From an optimization exercise on the open Yosys and OpenROAD flow, aimed at small area, a short achievable clock period and few clock cycles; shortcuts taken in it are not production practice.
In this exercise RTL edits were held to simulation tests only and were not proved equivalent to the original.

<file path="flow/config.mk">
export PLATFORM = sky130hd
export DESIGN_NAME = page_codec
export DESIGN_NICKNAME = page_codec
export VERILOG_FILES = /design/flow/design.v
export SDC_FILE = /design/flow/constraint.sdc
export NUM_CORES = 4
export LEC_CHECK = 0
export CAP_MARGIN = 20
export CORE_MARGIN = 2
export CORE_UTILIZATION = 40
export PLACE_DENSITY = 0.6
export SLEW_MARGIN = 20
</file>
<file path="flow/constraint.sdc">
create_clock -name core_clock -period 10.0 [get_ports {clk}]
set_input_delay 2.0000 -clock core_clock [delete_from_list [all_inputs] [get_ports {clk}]]
set_output_delay 2.0000 -clock core_clock [all_outputs]
set_load 0.01 [all_outputs]
</file>
<file path="flow/design.v">
module light_dec (
    input  wire [23:0] stored,
    output reg  [17:0] data,
    output reg  [2:0]  status
);
    localparam [2:0] ST_OK     = 3'd0;   
    localparam [2:0] ST_CHECK  = 3'd1;   
    localparam [2:0] ST_DATA   = 3'd2;   
    localparam [2:0] ST_POISON = 3'd3;   
    localparam [2:0] ST_UNCORR = 3'd4;   
    localparam [17:0] M0 = 18'h003FF;
    localparam [17:0] M1 = 18'h0FC0F;
    localparam [17:0] M2 = 18'h31C71;
    localparam [17:0] M3 = 18'h36592;
    localparam [17:0] M4 = 18'h1AAA4;
    localparam [17:0] M5 = 18'h2D348;
    wire [17:0] d = stored[17:0];
    wire [5:0]  recomputed = {^(d & M5), ^(d & M4), ^(d & M3),
                              ^(d & M2), ^(d & M1), ^(d & M0)};
    wire [5:0]  syn = stored[23:18] ^ recomputed;
    function [5:0] column(input integer bit_i);
        column = {M5[bit_i], M4[bit_i], M3[bit_i], M2[bit_i], M1[bit_i], M0[bit_i]};
    endfunction
    integer i;
    reg     hit;
    always @(*) begin
        data   = d;
        status = ST_UNCORR;
        hit    = 1'b0;
        if (syn == 6'd0) begin
            status = ST_OK;
        end else if (syn == 6'b000011) begin
            status = ST_POISON;
        end else if (syn == 6'b000001 || syn == 6'b000010 || syn == 6'b000100 ||
                     syn == 6'b001000 || syn == 6'b010000 || syn == 6'b100000) begin
            status = ST_CHECK;
        end else begin
            for (i = 0; i < 18; i = i + 1) begin
                if (syn == column(i)) begin
                    data[i] = ~d[i];
                    hit     = 1'b1;
                end
            end
            if (hit)
                status = ST_DATA;
        end
    end
endmodule
module page_codec (
    input  wire         clk,
    input  wire         rst,         
    input  wire         in_valid,
    output wire         in_ready,
    input  wire [23:0]  in_word,
    output reg          w_valid,
    output reg  [17:0]  w_data,
    output reg  [2:0]   w_status,
    output reg          pg_done,
    output wire [287:0] pg_check,    
    output wire [287:0] pg_syn,      
    output wire         pg_nz,       
    output reg  [7:0]   pg_uncorr    
);
    localparam NCHK = 32;
    function [8:0] gf_mul(input [8:0] a, input [8:0] b);
        integer k;
        reg [8:0] acc, sh;
        begin
            acc = 9'd0;
            sh  = a;
            for (k = 0; k < 9; k = k + 1) begin
                if (b[k])
                    acc = acc ^ sh;
                sh = {sh[7:0], 1'b0} ^ (sh[8] ? 9'h011 : 9'h000);
            end
            gf_mul = acc;
        end
    endfunction
    function [8:0] gen_coef(input integer i);
        case (i)
             1: gen_coef = 9'h197;  2: gen_coef = 9'h02D;  3: gen_coef = 9'h008;  4: gen_coef = 9'h186;
             5: gen_coef = 9'h0DB;  6: gen_coef = 9'h1B0;  7: gen_coef = 9'h085;  8: gen_coef = 9'h143;
             9: gen_coef = 9'h19E; 10: gen_coef = 9'h1E8; 11: gen_coef = 9'h067; 12: gen_coef = 9'h0A8;
            13: gen_coef = 9'h03D; 14: gen_coef = 9'h1BD; 15: gen_coef = 9'h063; 16: gen_coef = 9'h193;
            17: gen_coef = 9'h0BA; 18: gen_coef = 9'h01C; 19: gen_coef = 9'h130; 20: gen_coef = 9'h1C9;
            21: gen_coef = 9'h1C6; 22: gen_coef = 9'h146; 23: gen_coef = 9'h09A; 24: gen_coef = 9'h036;
            25: gen_coef = 9'h1C4; 26: gen_coef = 9'h0DF; 27: gen_coef = 9'h179; 28: gen_coef = 9'h0A7;
            29: gen_coef = 9'h05E; 30: gen_coef = 9'h04B; 31: gen_coef = 9'h0BC; 32: gen_coef = 9'h04E;
            default: gen_coef = 9'h000;
        endcase
    endfunction
    function [8:0] alpha_pow(input integer j);
        case (j)
             0: alpha_pow = 9'h001;  1: alpha_pow = 9'h002;  2: alpha_pow = 9'h004;  3: alpha_pow = 9'h008;
             4: alpha_pow = 9'h010;  5: alpha_pow = 9'h020;  6: alpha_pow = 9'h040;  7: alpha_pow = 9'h080;
             8: alpha_pow = 9'h100;  9: alpha_pow = 9'h011; 10: alpha_pow = 9'h022; 11: alpha_pow = 9'h044;
            12: alpha_pow = 9'h088; 13: alpha_pow = 9'h110; 14: alpha_pow = 9'h031; 15: alpha_pow = 9'h062;
            16: alpha_pow = 9'h0C4; 17: alpha_pow = 9'h188; 18: alpha_pow = 9'h101; 19: alpha_pow = 9'h013;
            20: alpha_pow = 9'h026; 21: alpha_pow = 9'h04C; 22: alpha_pow = 9'h098; 23: alpha_pow = 9'h130;
            24: alpha_pow = 9'h071; 25: alpha_pow = 9'h0E2; 26: alpha_pow = 9'h1C4; 27: alpha_pow = 9'h199;
            28: alpha_pow = 9'h123; 29: alpha_pow = 9'h057; 30: alpha_pow = 9'h0AE; 31: alpha_pow = 9'h15C;
            default: alpha_pow = 9'h000;
        endcase
    endfunction
    assign in_ready = 1'b1;
    wire accept = in_valid && in_ready;
    wire [17:0] dec_data;
    wire [2:0]  dec_status;
    light_dec u_dec (.stored(in_word), .data(dec_data), .status(dec_status));
    wire [8:0] sym_lo = dec_data[8:0];     
    wire [8:0] sym_hi = dec_data[17:9];    
    reg  [7:0] word_idx;                   
    wire       first_word = (word_idx == 8'd0);
    wire       last_word  = (word_idx == 8'd239);
    wire       data_word  = (word_idx < 8'd224);
    always @(posedge clk) begin
        if (rst) begin
            word_idx <= 8'd0;
        end else if (accept) begin
            word_idx <= last_word ? 8'd0 : word_idx + 8'd1;
        end
    end
    always @(posedge clk) begin
        if (rst) begin
            w_valid  <= 1'b0;
            w_data   <= 18'd0;
            w_status <= 3'd0;
        end else begin
            w_valid <= accept;
            if (accept) begin
                w_data   <= dec_data;
                w_status <= dec_status;
            end
        end
    end
    reg  [8:0] rem     [0:NCHK-1];
    wire [8:0] rem_in  [0:NCHK-1];    
    wire [8:0] rem_mid [0:NCHK-1];    
    wire [8:0] rem_nxt [0:NCHK-1];    
    wire [8:0] fb_lo = sym_lo ^ rem_in[0];
    wire [8:0] fb_hi = sym_hi ^ rem_mid[0];
    genvar gi;
    generate
        for (gi = 0; gi < NCHK; gi = gi + 1) begin : g_enc
            assign rem_in[gi] = first_word ? 9'd0 : rem[gi];
            if (gi < NCHK - 1) begin : g_shift
                assign rem_mid[gi] = rem_in[gi + 1]  ^ gf_mul(fb_lo, gen_coef(gi + 1));
                assign rem_nxt[gi] = rem_mid[gi + 1] ^ gf_mul(fb_hi, gen_coef(gi + 1));
            end else begin : g_last
                assign rem_mid[gi] = gf_mul(fb_lo, gen_coef(gi + 1));
                assign rem_nxt[gi] = gf_mul(fb_hi, gen_coef(gi + 1));
            end
            always @(posedge clk) begin
                if (rst)
                    rem[gi] <= 9'd0;
                else if (accept && data_word)
                    rem[gi] <= rem_nxt[gi];
            end
        end
        for (gi = 0; gi < NCHK / 2; gi = gi + 1) begin : g_chk_out
            assign pg_check[18*gi +: 18] = {rem[2*gi + 1], rem[2*gi]};
        end
    endgenerate
    reg  [8:0] syn [0:NCHK-1];
    generate
        for (gi = 0; gi < NCHK; gi = gi + 1) begin : g_syn
            wire [8:0] s_in  = first_word ? 9'd0 : syn[gi];
            wire [8:0] s_mid = gf_mul(s_in,  alpha_pow(gi)) ^ sym_lo;
            wire [8:0] s_nxt = gf_mul(s_mid, alpha_pow(gi)) ^ sym_hi;
            always @(posedge clk) begin
                if (rst)
                    syn[gi] <= 9'd0;
                else if (accept)
                    syn[gi] <= s_nxt;
            end
            assign pg_syn[9*gi +: 9] = syn[gi];
        end
    endgenerate
    assign pg_nz = |pg_syn;
    reg [7:0] uncorr_cnt;
    wire      is_uncorr = (dec_status == 3'd4);
    always @(posedge clk) begin
        if (rst) begin
            uncorr_cnt <= 8'd0;
            pg_uncorr  <= 8'd0;
            pg_done    <= 1'b0;
        end else begin
            pg_done <= accept && last_word;
            if (accept) begin
                uncorr_cnt <= (first_word ? 8'd0 : uncorr_cnt) + {7'd0, is_uncorr};
                if (last_word)
                    pg_uncorr <= (first_word ? 8'd0 : uncorr_cnt) + {7'd0, is_uncorr};
            end
        end
    end
endmodule
</file>
<file path="flow/run.sh">
#!/bin/bash
# synth_recipe.tcl (not shown) runs the flow's synth.tcl, then flattens the netlist and writes it again
# the make line also repeats each setting of config.mk as NAME=value (left out here)
make -C /OpenROAD-flow-scripts/flow DESIGN_CONFIG=/design/flow/config.mk WORK_HOME=/design/flow/orfs CLKGATE_MAP_FILE= SYNTH_SCRIPT=/design/flow/synth_recipe.tcl finish
</file>
==> metrics.yaml <==
crit_type: "in -> reg"
portBuffers: 634
grt_use_met2_pct: 61.9
end_kind: "flip-flop"
vias: 46000
grt_util_met1_pct: 47.9
antenna_left: 0
final_cells: 8199
yosys.area.top_type: "xnor2_1"
postCtsResizedCells: 0
start_util_pct: 40.3
synthArstFlopShare_pct: 0
dp.cells: 8045
dpl-instance-area_um2: 60100
routed_wirelength_um: 266000
clk_pin_slew_ns: 0.06
die_x_um: 363
grt_max_degree: 212
synth_nets: 6031
drc: 0
cts_tree: "built"
ys_seq_area_share_pct: 24.3
syn_area_um2: 51400
min_path_cells: 2
place_ws_ns: 1.15
vias_per_cell: 5.61
antenna_found_initial: 8
clk_latency_ns: 0.72
fin_ws_ns: 1.66
critPathRequiredTime_ns: 10.52
core-area_um2: 128000
num_rows: 131
synth_ff_type: "dfxtp_1"
whs_ns: 0.464
die_h_um: 363
cts_hold_buf: 0
status: "complete, no violations"
die-area_um2: 131000
maxCapViolCount: 0
ys_ff_latch: 623
post-cts-setup-buffers: 0
grt.overflow.total: 0
synth_top_area_share_pct: 32.2
routedWlPerCell_um: 32.5
max_stage_delay_ns: 0.75
cp_data_arrival_time_ns: 8.86
clock_path_buffers: 3
crit_path_frequent_cell: "xnor2_1"
finalCriticalPeriod_ns: 8.34
firstDrtPassIters: 6
slowest_stage: "xnor2_1"
path_cells: "clkdlybuf4s50_1 -> xnor2_1 -> xnor3_1 -> xnor2_1 -> nand2_1 -> nor2_1 -> xnor2_2 -> buf_4 -> xnor3_2 -> xnor2_4 -> buf_4 -> xnor2_2 -> buf_4 -> xnor2_1 -> xor2_1 -> xnor2_1 -> o21ai_0"
routabilityCongestion: 1.05
first_iter_violations: 5350
rr_worst_depth: 17
cp_num_cells: 17
synthToLayoutAreaGrowth_pct: 22.5
nFillCells: 12300
synth.distinct_cells: 71
ys_warn_count: 4
grt.met3_usage_pct: 7.70
relSlewSlack_pct: 17.5
cp_top_family: "XOR/XNOR gates"
hpwl_um: 197000
hold_path.class: "reg -> reg"
skew_ns: 0.0448
grt_util_all_layers_pct: 39.4
rsz0062_at_grt: "false"
slew_violations: 0
synth_enable_flop_cells: 0
synth_cells: 6000
timing.final.crit_share_pct: 83.4
worstSetupStartpointType: "primary input"
numCtsBuffers: 83
clock_sinks: 623
yosys-top-cells-area: "xnor2_1, dfxtp_1, xor2_1"
finalHoldViolations: 0
grt_most_used_layer: "met2"
grt_pass1_vias: 43400
final_cell_area_um2: 63000
tightest_slew_ns: 1.23
fmax_ghz: 0.120
io_pins: 636
syn_avg_cell_area_um2: 8.57
cts-htree-levels: 3
grt_pass1_wl_um: 363000
setup-tns-final_ns: 0
setup_viol: 0
critPathMaxFanout: 12
drive_above_1_share_pct: 7.44
crit_buf_inv: 4
cts-root-buf: "clkbuf_16"
nNetsFinal: 6499
-- cell usage after synthesis, types with 12 or more instances --
master	number
dfxtp_1	623
nand2_1	664
xor2_1	575
mux2i_1	160
buf_1	57
nand3_1	33
xnor2_4	12
and2_1	13
xnor2_2	32
a21oi_1	141
clkbuf_1	342
buf_2	27
a211oi_1	278
nor3_1	42
xnor2_1	1891
nor2_1	695
xnor3_1	98
nor4_1	78
o21ai_0	43
nand4_1	22
-- layout make-up --
class                           count  area [um2]  share of cell area [%]
Clock buffer                      119        2430                    3.86
Tap cell                         1662        2080                    3.30
Sequential cell                   623       12500                    19.8
Inverter                            8        30.0                  0.0477
Antenna cell                        2        5.00                 0.00795
Clock inverter                     33         382                   0.606
Timing Repair Buffer              824        7890                    12.5
Multi-Input combinational cell   4928       37700                    59.8
-- routing by layer --
layer / share of wire (%) / vias to the layer above
li1: - / 20300
met1: 38 / 22500
met2: 44 / 2558
met3: 8.7 / 645
met4: 8.6 / 6
met5: 0.012 / -
-- kinds of logic (layout without fill, tap and decap cells) --
| kind of cell | Yosys count | after routing | share of synthesized area [%] |
|---|---|---|---|
| AO/OA/AOI/OAI | 532 | 532 | 6.95 |
| XOR/XNOR | 2641 | 2641 | 49.3 |
| adder cells (fa/ha/maj) | 4 | 4 | 0.0973 |
| buffers and inverters | 449 | 984 | 3.49 |
| flip-flops | 623 | 623 | 24.3 |
| multiplexers | 169 | 169 | 3.31 |
| other | 1 | 3 | 0.00729 |
| AND/OR/NAND/NOR | 1581 | 1581 | 12.6 |
-- worst paths after layout --
check                        endpoint  slack (ns)                      from
max reg2reg   rem[29][1]$_SDFFE_PP0P_        3.41  word_idx[0]$_SDFFE_PP0P_
min reg2reg  w_status[0]$_SDFFE_PP0P_        0.46  w_status[0]$_SDFFE_PP0P_
max           rem[29][1]$_SDFFE_PP0P_        1.66                in_word[9]
min          w_status[0]$_SDFFE_PP0P_        0.46  w_status[0]$_SDFFE_PP0P_
-- cell usage in the layout, fill, tap and decap left out, drive strengths merged, types with 11 or more instances in the layout --
master / instances
xor2: 590
a211oi: 278
o21ai: 49
nand3: 33
clkinv: 23
nor3: 49
nand4: 22
dfxtp: 623
xnor2: 1935
clkbuf: 119
a21oi: 142
nand2: 664
nor4: 78
xor3: 11
buf: 192
clkdlybuf4s50: 632
xnor3: 105
mux2i: 160
and2: 13
nor2: 699
and3: 11
-- worst reg2reg max path, cell delays in order, from the launching register on --
cell	delay [ns]
dfxtp_1	0.34
inv_1	0.07
ha_1	0.15
nor4b_1	0.49
nand2_4	0.55
nand2_1	0.31
xor2_1	0.54
xor2_4	0.19
buf_4	0.25
xnor3_2	0.69
xnor2_4	0.52
buf_4	0.34
xnor2_2	0.15
buf_4	0.26
xnor2_1	0.58
xor2_1	0.30
xnor2_1	0.53
o21ai_0	0.17
-- stage by stage --
step                      util, %
after CTS                    49.4
after detailed placement     47.2
after global routing         49.4
final                        49.4
after global placement       47.1
after floorplan                 -
-- flip-flops by register name (all words and copies together) (netlist names) --
name        count
pg_done         1
pg_uncorr       8
rem           288
syn           288
uncorr_cnt      8
w_data         18
w_status        3
w_valid         1
word_idx        8
Testbench counts, summed over its fixed seeds: cycles 30,728.

separate check: timing with driven ports:
Ports are ideal in the flow. The routed layout listed here was re-timed in OpenROAD.
Step 1 assumes that a clkbuf_16 drives the clock port and a buf_2 every other input.
Step 2 moves the port delays by t, midway between the first and last clock arrival at a register: inputs arrive t later, outputs are due t later. That takes back most of the time a late clock gives input paths.
Slacks: ideal ports / drivers / drivers and shift; pairs: ideal ports / drivers.
shift t [ns]: 0.778
setup WS [ns]: 1.659 / 1.717 / 0.940
worst hold slack (ns): 0.464 / 0.464 / 0.464
worst slew at a driven data input, ns: 0.05
After both steps setup and hold are still met in this run. The setup slack of this run moves by +0.058 ns with the drivers and by -0.719 ns with both steps.
